Background: an optimization exercise with open tools, aiming at small area, a short achievable clock period and few clock cycles. Do not read the settings as production practice.
The RTL was checked by simulation tests, not by an equivalence proof against the original design.

Design qb_crc, start of the top module:
module qb_crc #(
    parameter integer K = 3                 
) (
    input  wire         clk,
    input  wire         rst,
    input  wire         in_valid,
    output wire         in_ready,
    input  wire [31:0]  in_crc,
    input  wire [511:0] in_data,
    input  wire [63:0]  in_mask,
    output reg          out_valid,
    output reg  [31:0]  out_crc
);
For scale: ~2400 cells after synthesis, roughly 100 flip-flops, about 650 I/O pins, roughly 14000 sq um of cells after synthesis.
==> flow/config.mk <==
export PLATFORM = sky130hd
export DESIGN_NAME = qb_crc
export DESIGN_NICKNAME = qb_crc
export VERILOG_FILES = /design/flow/design.v
export SDC_FILE = /design/flow/constraint.sdc
export NUM_CORES = 4
export LEC_CHECK = 0
export ABC_AREA = 1
export CAP_MARGIN = 20
export CORE_AREA = 10 10 290 290
export DIE_AREA = 0 0 300 300
export SLEW_MARGIN = 20
==> flow/constraint.sdc <==
create_clock -name core_clock -period 10.0 [get_ports {clk}]
set_input_delay 2.0000 -clock core_clock [delete_from_list [all_inputs] [get_ports {clk}]]
set_output_delay 2.0000 -clock core_clock [all_outputs]
set_load 0.01 [all_outputs]
standard.sh (not shown) runs the stock make flow with config.mk's settings and CLKGATE_MAP_FILE= SYNTH_SCRIPT=/design/flow/synth_recipe.tcl, a recipe that flattens the netlist after the stock synthesis.
==> flow/flow/run.sh <==
#!/bin/bash
# Standard layout, with each port buffered by a buf_1 instead of ORFS's default
# port buffer cell. Extra ORFS settings come from flow/extra.env.
set -euo pipefail
export BUFFER_PORTS_ARGS="-buffer_cell sky130_fd_sc_hd__buf_1"
if [[ -f flow/extra.env ]]; then set -a; source flow/extra.env; set +a; fi
bash standard.sh > standard_make.log 2>&1
==> flow/flow/extra.env <==
SETUP_SLACK_MARGIN=5
The baseline produced a clean layout.
Testbench counts at the start, summed over its fixed seeds: cycles 46,056.
Edit:
--- a/flow/config.mk
+++ b/flow/config.mk
@@ -6,5 +6,4 @@
 export NUM_CORES = 4
 export LEC_CHECK = 0
-export ABC_AREA = 1
 export CAP_MARGIN = 20
 export CORE_AREA = 10 10 290 290
The new run ran to the end with no violations.
Design area is lower by 11%.
Setup slack loses 0.088 ns.
Clock skew fell by 0.0052 ns.
Critical path depth increases by 11.
Die area does not change.
Area after synthesis decreases by 21%.
Register-to-register slack loses 0.17 ns.
Cell count went down by 27%.
Flip-flop and latch count does not change.

* * *

## run A
qb_crc, a different RTL version from the one above (not shown whole).
Size in the first run: ~1200 cells after synthesis, roughly 650 I/O pins.
Settings: LEC_CHECK=0, CAP_MARGIN=20, CORE_AREA=10 10 290 290, DIE_AREA=0 0 300 300, SLEW_MARGIN=20; clock period 10.0 ns.
==> flow/flow/extra.env <==
SETUP_SLACK_MARGIN=5.5
Scripts as last shown in full above: flow/flow/run.sh
Testbench counts of run A, summed over its fixed seeds: cycles 46,056.
Inputs modified between run A and run B:
==> flow/flow/extra.env <==
SETUP_SLACK_MARGIN=5
diff --git a/flow/config.mk b/flow/config.mk
--- a/flow/config.mk
+++ b/flow/config.mk
@@ -11 +11,2 @@
 export SLEW_MARGIN = 20
+export TNS_END_PERCENT = 10
Notes after the runs:
Number of fillers in the final layout ended up about 1.6% higher on run B than on run A. Run A → run B: area of the mapped netlist did not really move. Between run B and run A, the met2 track utilization from global routing is lower for run B. Summary: with run A as the reference, wire length in run B moved down by a few percent. Delta (run B minus run A): global-route track usage on met1 saw a decrease; sequential share of layout area climbed 0.89 points; layout buffering overhead excluding clock cells fell by 3.2 points. When run B is measured against run A, its final instance area turns out about 8% lower.
Modified inputs, run C compared to run B
diff --git a/flow/config.mk b/flow/config.mk
--- a/flow/config.mk
+++ b/flow/config.mk
@@ -11,2 +11 @@
 export SLEW_MARGIN = 20
-export TNS_END_PERCENT = 10
Notes after the runs:
Run C: full flow OK, the timing, DRC and antenna checks passed. End point of the critical path: crc[2] -> run C, crc[6] -> run B. Run C vs run B, slowest library cell on the worst path: xnor3_1 vs xnor2_2. Post-synthesis to final-layout area growth (lower): run B. Status: post-layout utilization of the core parity (run C, run B).

==> static timing again, ports no longer ideal <==
How much do the figures lean on ideal ports? The routed layouts below were timed once more, with nothing changed but the port constraints.
Step 1, drivers: a clkbuf_16 drives clk and a buf_2 each remaining input, both assumed.
Step 2 times the ports against the registers' clock, not the clock port: input delays grow and output delays shrink by t, the midpoint of the rising clock arrivals with the driver on.
Three values: ideal, step 1, step 2; two values: the first two.
| run | t (ns) | setup WS [ns] | worst register clock-pin slew, ns | worst data-port slew with drivers (ns) |
|---|---|---|---|---|
| the first run of note 1 | 0.450 | 5.158 / 4.986 / 4.776 | 0.09 / 0.09 | 0.28 |
| the second run of note 1 | 0.419 | 5.070 / 5.070 / 5.070 | 0.08 / 0.08 | 0.30 |
| run A | 0.408 | 5.397 / 5.397 / 5.392 | 0.09 / 0.09 | 0.27 |
| run B | 0.415 | 5.049 / 5.049 / 5.049 | 0.08 / 0.08 | 0.27 |
| run C | 0.414 | 5.046 / 5.046 / 5.046 | 0.08 / 0.08 | 0.26 |
After both steps every run listed still meets setup and hold. The setup slack of the first run of note 1, which loses most, moves by -0.172 ns with the drivers and by -0.382 ns with both steps.
